This is an optimization exercise on Yosys and OpenROAD, whose aim is small area, not a production implementation.
Function was checked by simulation only, so behaviour that the tests miss may differ from the original.
Power figures rest on the tool's default switching activity, not on a simulated workload.

==> job 7259 <==
// met_decim
module met_decim (
    input  wire        clk,
    input  wire        rst,         
    input  wire        bit_valid,
    input  wire        bit_in,
    input  wire [4:0]  sh1,
    input  wire [4:0]  sh2,
    input  wire [4:0]  sh3,
    output reg         out_valid,
    output wire [23:0] out_data,
    output wire        out_ovf,
    output wire        out_stuck
);
export LEC_CHECK = 0
export CAP_MARGIN = 20
export CORE_MARGIN = 2
export CORE_UTILIZATION = 40
export CTS_CLUSTER_DIAMETER = 100
export CTS_CLUSTER_SIZE = 30
export SLEW_MARGIN = 20
create_clock -name core_clock -period 25.0 [get_ports {clk}]
run.sh (not shown) runs the stock make flow with config.mk's settings and CLKGATE_MAP_FILE= SYNTH_SCRIPT=/design/flow/synth_recipe.tcl, a recipe that flattens the netlist after the stock synthesis.
==> job 6617: changes against job 7259 <==
--- a/flow/design.v
+++ b/flow/design.v
@@ -203,26 +203,24 @@
                 stk <= (run_n == 12'd2048);
         end
     end
     reg  [26:0] i1, i2, i3, i4, i5;
     reg         ivalid;
     wire [26:0] i1n, i2n, i3n, i4n, i5n;
-    wire        bvr = bit_valid & ~rst;
-    wire [26:0] bv = {27{bvr}};
-    met_radd #(27) u_i1 (.a(ivalid ? i1 : 27'd0), .b({{26{bvr & ~bit_in}}, bvr}),
-                         .ci(1'b0), .s(i1n));
-    met_radd #(27) u_i2 (.a(ivalid ? i2 : 27'd0), .b(i1n & bv), .ci(1'b0), .s(i2n));
-    met_radd #(27) u_i3 (.a(ivalid ? i3 : 27'd0), .b(i2n & bv), .ci(1'b0), .s(i3n));
-    met_radd #(27) u_i4 (.a(ivalid ? i4 : 27'd0), .b(i3n & bv), .ci(1'b0), .s(i4n));
-    met_radd #(27) u_i5 (.a(ivalid ? i5 : 27'd0), .b(i4n & bv), .ci(1'b0), .s(i5n));
+    met_radd #(27) u_i1 (.a(ivalid ? i1 : 27'd0), .b({{26{~bit_in}}, 1'b1}), .ci(1'b0), .s(i1n));
+    met_radd #(27) u_i2 (.a(ivalid ? i2 : 27'd0), .b(i1n), .ci(1'b0), .s(i2n));
+    met_radd #(27) u_i3 (.a(ivalid ? i3 : 27'd0), .b(i2n), .ci(1'b0), .s(i3n));
+    met_radd #(27) u_i4 (.a(ivalid ? i4 : 27'd0), .b(i3n), .ci(1'b0), .s(i4n));
+    met_radd #(27) u_i5 (.a(ivalid ? i5 : 27'd0), .b(i4n), .ci(1'b0), .s(i5n));
     always @(posedge clk) begin
         if (rst)
             ivalid <= 1'b0;
-        else if (bit_valid)
+        else if (bit_valid) begin
             ivalid <= 1'b1;
-        i1 <= i1n; i2 <= i2n; i3 <= i3n; i4 <= i4n; i5 <= i5n;
+            i1 <= i1n; i2 <= i2n; i3 <= i3n; i4 <= i4n; i5 <= i5n;
+        end
     end
     localparam [2:0] CS_IDLE = 3'd0, CS_WAIT = 3'd1, CS_COMB = 3'd2,
                      CS_SH = 3'd3, CS_RDY = 3'd4;
     reg  [2:0]  cst;
     reg  [26:0] cr [0:4];          
     reg  [2:0]  cpos;
@@ -241,38 +239,40 @@
     always @(posedge clk) begin
         for (n1 = 0; n1 < 4; n1 = n1 + 1)
             cr[n1] <= cr[n1+1];
         cr[4] <= comb_step ? c : cr[0];
     end
     reg  [23:0] orr [0:11];        
-    reg  [23:0] err [0:4];         
+    reg  [23:0] err [0:5];         
     reg  [3:0]  opos;
     reg  [2:0]  epos;
     reg  [3:0]  ocnt;
     reg  [2:0]  ecnt;
+    reg         ev_rdy;            
     reg         od_in;             
     wire        o_ok;
     wire        o_ins = (cst == CS_RDY) && codd && o_ok && (opos == 4'd0);
-    wire        e_ins = (cst == CS_RDY) && !codd && (epos == 3'd0) && (ast == A_IDLE);
+    wire        e_ins = (cst == CS_RDY) && !codd && (epos == 3'd0);
     always @(posedge clk) begin
         for (n2 = 0; n2 < 11; n2 = n2 + 1)
             orr[n2] <= orr[n2+1];
         orr[11] <= o_ins ? s1w : orr[0];
-        for (n2 = 0; n2 < 4; n2 = n2 + 1)
+        for (n2 = 0; n2 < 5; n2 = n2 + 1)
             err[n2] <= err[n2+1];
-        err[4] <= e_ins ? s1w : err[0];
+        err[5] <= e_ins ? s1w : err[0];
     end
     localparam [2:0] A_IDLE = 3'd0, A_ALIGN = 3'd1, A_RUN = 3'd2, A_STALL = 3'd3,
                      A_RND = 3'd4, A_XFER = 3'd5;
     reg  [2:0]  ast;
     reg  [41:0] a2;
     reg  [2:0]  aq;
     reg  [4:0]  f1age;             
     reg         w2;                
+    wire        c_load = (ast == A_IDLE) && ev_rdy && (epos == 3'd0);
     wire        a_busy = (ast == A_ALIGN) || (ast == A_RUN) || (ast == A_STALL);
-    assign      o_ok = a_busy && !od_in;
+    assign      o_ok = a_busy ? !od_in : (ast == A_IDLE && ev_rdy);
     wire [4:0]  f1age_n = sat1 ? 5'd0 : ((f1age == 5'd31) ? f1age : f1age + 5'd1);
     wire [3:0]  tap2 = od_in ? opos : opos - 4'd1;
     wire [2:0]  d2 = dig2(tap2, 3'd7 - aq);     
     wire        o_valid = (4'd11 - opos) < ocnt && (od_in || opos != 4'd0);
     wire [24:0] o_mag = !o_valid ? 25'd0 :
                         d2[1] ? {orr[0], 1'b0} : d2[0] ? {orr[0][23], orr[0]} : 25'd0;
@@ -303,24 +303,23 @@
     wire [2:0]  dd = (pos3 >= jm) ? (pos3 - jm) : (pos3 + 3'd7 - jm);
     wire [5:0]  tt = {1'b0, dd, 2'b11} - {4'd0, r3};
     wire [2:0]  d3 = (tt > 6'd26) ? 3'b000 : dig3(tt[4:0], sq);
     wire        s_pass = (sst == S_PASS);
     wire        fresh = s_pass && (sq == 3'd0) && (s3first || (r3 == 2'd1 && dd == 3'd6));
     wire [41:0] k3 = (sh3 == 5'd0) ? 42'd0 : (42'd1 << (sh3 - 5'd1));
-    wire        two3 = s_pass & d3[1];
-    wire        one3 = s_pass & d3[0];
-    wire [41:0] m3 = ({s3[40:0], 1'b0} & {42{two3}}) | (s3 & {42{one3}});
+    wire [41:0] m3 = !s_pass ? 42'd0 :
+                     d3[1] ? {s3[40:0], 1'b0} : d3[0] ? s3 : 42'd0;
     wire        neg3 = s_pass & d3[2];
     wire [41:0] sum3;
     met_radd #(42) u_sadd (.a(fresh ? k3 : ar[0]), .b(m3 ^ {42{neg3}}), .ci(neg3), .s(sum3));
     always @(posedge clk) begin
         for (n3 = 0; n3 < 6; n3 = n3 + 1)
             ar[n3] <= ar[n3+1];
         ar[6] <= sum3;
     end
-    wire [2:0]  oslot = (jm == 3'd0) ? 3'd6 : jm - 3'd1;    
+    reg  [2:0]  oslot;
     assign out_data  = sat2 ? {s3[41], {23{~s3[41]}}} : s3[23:0];
     assign out_ovf   = sat2 | w3;
     assign out_stuck = stk;
     always @(posedge clk) begin
         if (rst) begin
             cst    <= CS_IDLE;
@@ -335,18 +334,19 @@
             sst    <= S_IDLE;
             pos3   <= 3'd0;
             r3     <= 2'd0;
             jm     <= 3'd0;
             s3first <= 1'b1;
             f2age  <= 5'd31;
+            ev_rdy <= 1'b0;
             od_in  <= 1'b0;
             out_valid <= 1'b0;
         end else begin
             cpos <= (cpos == 3'd4) ? 3'd0 : cpos + 3'd1;
             if (!o_ins) opos <= (opos == 4'd11) ? 4'd0 : opos + 4'd1;
-            if (!e_ins) epos <= (epos == 3'd4) ? 3'd0 : epos + 3'd1;
+            if (!e_ins) epos <= (epos == 3'd5) ? 3'd0 : epos + 3'd1;
             pos3 <= (pos3 == 3'd6) ? 3'd0 : pos3 + 3'd1;
             case (cst)
             CS_IDLE:
                 if (dec) begin
                     c    <= i5n;
                     codd <= bitpos[5];
@@ -375,28 +375,30 @@
                 end else begin
                     c   <= csum;
                     cst <= CS_RDY;
                 end
             CS_RDY:
                 if (e_ins) begin
-                    if (ecnt != 3'd5) ecnt <= ecnt + 3'd1;
+                    if (ecnt != 3'd6) ecnt <= ecnt + 3'd1;
                     f1age <= f1age_n;
                     cst   <= CS_IDLE;
                 end else if (o_ins) begin
                     if (ocnt != 4'd12) ocnt <= ocnt + 4'd1;
                     f1age <= f1age_n;
                     w2    <= (f1age_n <= 5'd22);
                     cst   <= CS_IDLE;
                 end
             default: cst <= CS_IDLE;
             endcase
+            if (e_ins) ev_rdy <= 1'b1;
             if (o_ins) od_in <= 1'b1;
             case (ast)
             A_IDLE:
-                if (e_ins) begin
-                    a2     <= (ecnt == 3'd5) ? {{18{err[0][23]}}, err[0]} : 42'd0;
+                if (c_load) begin
+                    a2     <= (ecnt == 3'd6) ? {{18{err[0][23]}}, err[0]} : 42'd0;
+                    ev_rdy <= 1'b0;
                     ast    <= A_ALIGN;
                 end
             A_ALIGN:
                 if (opos == 4'd11) begin
                     aq  <= 3'd0;
                     ast <= A_RUN;
@@ -429,13 +431,16 @@
                     s3   <= a2;
                     scnt <= sh2;
                     sw2  <= w2;
                     sst  <= S_SH;
                 end
             S_SH:
-                if (scnt != 5'd0) begin
+                if (scnt >= 5'd4) begin
+                    s3   <= {{4{s3[41]}}, s3[41:4]};
+                    scnt <= scnt - 5'd4;
+                end else if (scnt != 5'd0) begin
                     s3   <= {s3[41], s3[41:1]};
                     scnt <= scnt - 5'd1;
                 end else
                     sst <= S_SAT;
             S_SAT: begin
                 if (sat2) s3 <= {{19{s3[41]}}, {23{~s3[41]}}};
@@ -451,25 +456,29 @@
             S_PASS:
                 if (pos3 == 3'd6) begin
                     s3 <= {s3[39:0], 2'b00};
                     sq <= sq + 3'd1;
                     if (sq == 3'd7) begin
                         sst     <= (r3 == 2'd3) ? S_OWAIT : S_IDLE;
+                        oslot   <= jm;
                         s3first <= 1'b0;
                         r3      <= r3 + 2'd1;
                         if (r3 == 2'd3) jm <= (jm == 3'd6) ? 3'd0 : jm + 3'd1;
                     end
                 end
             S_OWAIT:
                 if (pos3 == oslot) begin
                     s3   <= ar[0];
                     scnt <= sh3;
                     sst  <= S_OSH;
                 end
             S_OSH:
-                if (scnt != 5'd0) begin
+                if (scnt >= 5'd4) begin
+                    s3   <= {{4{s3[41]}}, s3[41:4]};
+                    scnt <= scnt - 5'd4;
+                end else if (scnt != 5'd0) begin
                     s3   <= {s3[41], s3[41:1]};
                     scnt <= scnt - 5'd1;
                 end else begin
                     out_valid <= 1'b1;
                     sst       <= S_IDLE;
                 end
- CTS_CLUSTER_DIAMETER: 100 -> not set
- CTS_CLUSTER_SIZE: 30 -> not set
==> comparison table <==
item                                                       job 7259                 job 6617
Layout sequential cell count                                   1175                     1203
Min-Delay Endpoint                               orr[4][12]$_DFF_P_        cr[3][17]$_DFF_P_
Yosys reg bits                                                 1175                     1203
Fill count                                                    10013                    10019
Xor and xnor area share after synthesis                      2.451%                   2.255%
Sequential share of cell area                                53.59%                   52.90%
DR vias                                                       24987                    26080
Area of the multi-input gates                             16580 µm²                16390 µm²
Antenna Diode Count                                               1                        0
Die span in x                                              332.2 µm                 338.2 µm
Number of buffers created by CTS                                 49                      117
Final Core Density                                           43.40%                   45.78%
Post-synthesis to final-layout area growth                   7.678%                   13.40%
Fmax                                                      41.39 MHz                41.13 MHz
Fin crit period                                            24.16 ns                 24.31 ns
Run status                                  complete, no violations  complete, no violations
Hold slack final                                          0.3140 ns                0.2951 ns


==> inputs of juniper <==
met_decim, a different RTL version from the one above (not shown whole).
// met_decim
module met_decim (
    input  wire        clk,
    input  wire        rst,         
    input  wire        bit_valid,
    input  wire        bit_in,
    input  wire [4:0]  sh1,
    input  wire [4:0]  sh2,
    input  wire [4:0]  sh3,
    output reg         out_valid,
    output wire [23:0] out_data,
    output wire        out_ovf,
    output wire        out_stuck
);
    integer n1, n2, n3;
function [2:0] dig2(input [3:0] p, input [2:0] q);
  case ({p, q})
    {4'd0, 3'd2}: dig2 = 3'b001;
    {4'd0, 3'd3}: dig2 = 3'b110;
    {4'd1, 3'd1}: dig2 = 3'b001;
    {4'd1, 3'd2}: dig2 = 3'b001;
    {4'd1, 3'd3}: dig2 = 3'b101;
    {4'd1, 3'd4}: dig2 = 3'b101;
    {4'd1, 3'd5}: dig2 = 3'b001;
    {4'd2, 3'd1}: dig2 = 3'b001;
    {4'd2, 3'd2}: dig2 = 3'b001;
    {4'd2, 3'd3}: dig2 = 3'b110;
    {4'd2, 3'd5}: dig2 = 3'b110;
    {4'd3, 3'd0}: dig2 = 3'b010;
    {4'd3, 3'd1}: dig2 = 3'b101;
    {4'd3, 3'd2}: dig2 = 3'b101;
    {4'd3, 3'd5}: dig2 = 3'b001;
    {4'd3, 3'd6}: dig2 = 3'b001;
    {4'd4, 3'd0}: dig2 = 3'b110;
    {4'd4, 3'd1}: dig2 = 3'b110;
    {4'd4, 3'd3}: dig2 = 3'b001;
    {4'd4, 3'd5}: dig2 = 3'b001;
    {4'd4, 3'd6}: dig2 = 3'b001;
    {4'd4, 3'd7}: dig2 = 3'b101;
    {4'd5, 3'd1}: dig2 = 3'b001;
    {4'd5, 3'd2}: dig2 = 3'b010;
    {4'd5, 3'd3}: dig2 = 3'b101;
    {4'd5, 3'd4}: dig2 = 3'b010;
    {4'd5, 3'd5}: dig2 = 3'b101;
    {4'd5, 3'd6}: dig2 = 3'b010;
    {4'd5, 3'd7}: dig2 = 3'b010;
    {4'd6, 3'd1}: dig2 = 3'b001;
    {4'd6, 3'd2}: dig2 = 3'b010;
    {4'd6, 3'd3}: dig2 = 3'b101;
    {4'd6, 3'd4}: dig2 = 3'b010;
    {4'd6, 3'd5}: dig2 = 3'b101;
    {4'd6, 3'd6}: dig2 = 3'b010;
  ...
make LEC_CHECK=0 CAP_MARGIN=20 CORE_MARGIN=2 CORE_UTILIZATION=65 CTS_CLUSTER_DIAMETER=80 CTS_CLUSTER_SIZE=30 SLEW_MARGIN=20 finish   # period 25.0 ns
==> willow: changes against juniper <==
- CORE_UTILIZATION: 65 -> 40
- CTS_CLUSTER_DIAMETER: 80 -> 100
==> cedar: changes against juniper <==
- CORE_UTILIZATION: 65 -> 55
- CTS_CLUSTER_DIAMETER: 80 -> 100
==> run notes <==
Final cell count, lowest first: juniper, cedar, willow. In juniper the worst setup slack is better than in cedar, by 46 ps. The lowest first-iteration DRC count belongs to willow, the highest to juniper. In sequential power, willow and juniper hardly differ. Of cedar and willow, willow has the higher clock skew (gap 11 ps). Combinational power is about the same in willow and cedar. Synthesized cell count is the same in juniper and cedar.
==> figures <==
metric                                                                            cedar            juniper              willow
Status                                                         timing/DRC/antenna clean  timing/DRC/antenna clean  timing/DRC/antenna clean
M1 WL                                                                           39.3 mm            37.6 mm             39.6 mm
Hold Path Sink                                                       orr[4][23]$_DFF_P_  ar[5][27]$_DFF_P_  err[0][22]$_DFF_P_
Final core area utilization                                                       0.593              0.697               0.437
Leakage power summed over all cells                                             17.2 nW            17.3 nW             17.2 nW
Relative area of clock buffers and inverters in the final design                 0.0329             0.0365              0.0343
Placeable Area                                                             0.0772 sq mm       0.0655 sq mm         0.106 sq mm
Multi-input gate share of the layout cell area                                    0.345              0.346               0.341
Total power density per cell area                                          71.9 mW/mm^2       73.0 mW/mm^2        71.8 mW/mm^2
Worst Hold Slack                                                                 312 ps             313 ps              297 ps
Share of final-layout standard cells stronger than drive strength 1              0.0516             0.0527              0.0506
Area of all placed cells without fillers                                   0.0458 sq mm       0.0457 sq mm        0.0462 sq mm
Placement Rows                                                                      102                 94                 119
Switching share of total power                                                    0.237              0.239               0.238
Data arrival time of the critical path                                         24680 ps           24520 ps            24630 ps
Global-route usage over all layers                                                0.216              0.257               0.152


==> nickel: inputs <==
Another version of the RTL of met_decim (not shown whole).
// met_decim
module met_decim (
    input  wire        clk,
    input  wire        rst,         
    input  wire        bit_valid,
    input  wire        bit_in,
    input  wire [4:0]  sh1,
    input  wire [4:0]  sh2,
    input  wire [4:0]  sh3,
    output reg         out_valid,
    output wire [23:0] out_data,
    output wire        out_ovf,
    output wire        out_stuck
);
Settings: LEC_CHECK=0, CAP_MARGIN=20, CORE_MARGIN=2, CORE_UTILIZATION=40, SLEW_MARGIN=20; clock period 25.0 ns.
==> tundra (differences from nickel) <==
ABC_AREA = 1   (was unset)
CORE_UTILIZATION = 60   (was 40)
CTS_BUF_LIST = sky130_fd_sc_hd__clkbuf_8   (was unset)
==> pepper (differences from nickel) <==
ABC_AREA = 1   (was unset)
CTS_BUF_LIST = sky130_fd_sc_hd__clkbuf_4   (was unset)
==> comparison table <==
metric	nickel	pepper	tundra
Number of buffers created by CTS	119	328	189
Clock tree root driver cell	clkbuf_16	clkbuf_4	clkbuf_8
Leakage power	23.6 nW	27.2 nW	27.2 nW
Std cell rows	132	134	109
Pin count of the biggest net entering global routing	85	81	81
Clock-pin slew of the registers on the worst-case setup and hold paths	0.06 ns	0.07 ns	0.06 ns
Inserted tap cell count	1742	1768	1165
Max transition margin	28.2%	28.5%	30.4%
Top routing layer used	met4	met5	met5
Proportion of cell area occupied by multi-input gates	38.9%	37.0%	37.4%
Most used standard cell by instance count after synthesis	dfxtp_1	nand2_1	nand2_1
DP Cell Count	6643	7735	7132
Depth of the worst register-to-register path	42	42	45
Wire length per cell	17.0 µm	16.2 µm	18.1 µm
Dpl ws	10.25 ns	11.00 ns	11.06 ns
Clock distribution area overhead in the final layout	7.19%	6.78%	7.18%
Total inserted antenna cells	2	6	4
Endpoint with the worst hold slack	orr[7][15]	err[3][21]	ar[4][28]
Sequential cell area fraction in the yosys report	53.9%	52.3%	52.3%
Number of antenna violations at the first check in global routing	3	6	3
Global-route wire length before repair	187000 µm	213000 µm	211000 µm
Filler Cells Inserted	12031	13083	7164
Maximum buffer depth of the clock tree	3	4	3
Total Routed Length	117000 µm	134000 µm	135000 µm
Result of the run	timing/DRC/antenna clean	timing/DRC/antenna clean	timing/DRC/antenna clean
Switching share of total power	31.9%	37.7%	38.0%

[re-timing with driven ports]
How much do the figures lean on ideal ports? The routed layouts below were timed once more, with nothing changed but the port constraints.
Step 1 (the two cells are an assumption about what drives the block):
set clk [get_ports {clk}]
set_driving_cell -lib_cell sky130_fd_sc_hd__clkbuf_16 $clk
set_driving_cell -lib_cell sky130_fd_sc_hd__buf_2 [delete_from_list [all_inputs] $clk]
Step 2, shift: input delay + t, output delay - t, t = (earliest + latest rising clock arrival at the registers) / 2. This alone moves slack from input paths to output paths.
Slacks: ideal / step 1 / step 2; pairs: ideal / step 1.
run | t, ns | setup slack, ns | worst setup path after step 2
job 7259 | 0.716 | 0.841 / 0.812 / 0.096 | input to register
job 6617 | 0.746 | 0.685 / 0.731 / -0.015 | input to register
juniper | 0.696 | 0.829 / 0.867 / 0.171 | input to register
willow | 0.726 | 0.779 / 0.825 / 0.100 | input to register
cedar | 0.704 | 0.783 / 0.823 / 0.119 | input to register
nickel | 0.817 | 11.026 / 11.077 / 10.260 | input to register
tundra | 0.952 | 11.799 / 11.842 / 10.890 | input to register
pepper | 1.300 | 12.038 / 12.083 / 10.783 | input to register
Met with ideal ports but missed after step 2: setup timing in job 6617. The setup slack of pepper, which loses most, moves by +0.045 ns with the drivers and by -1.255 ns with both steps.
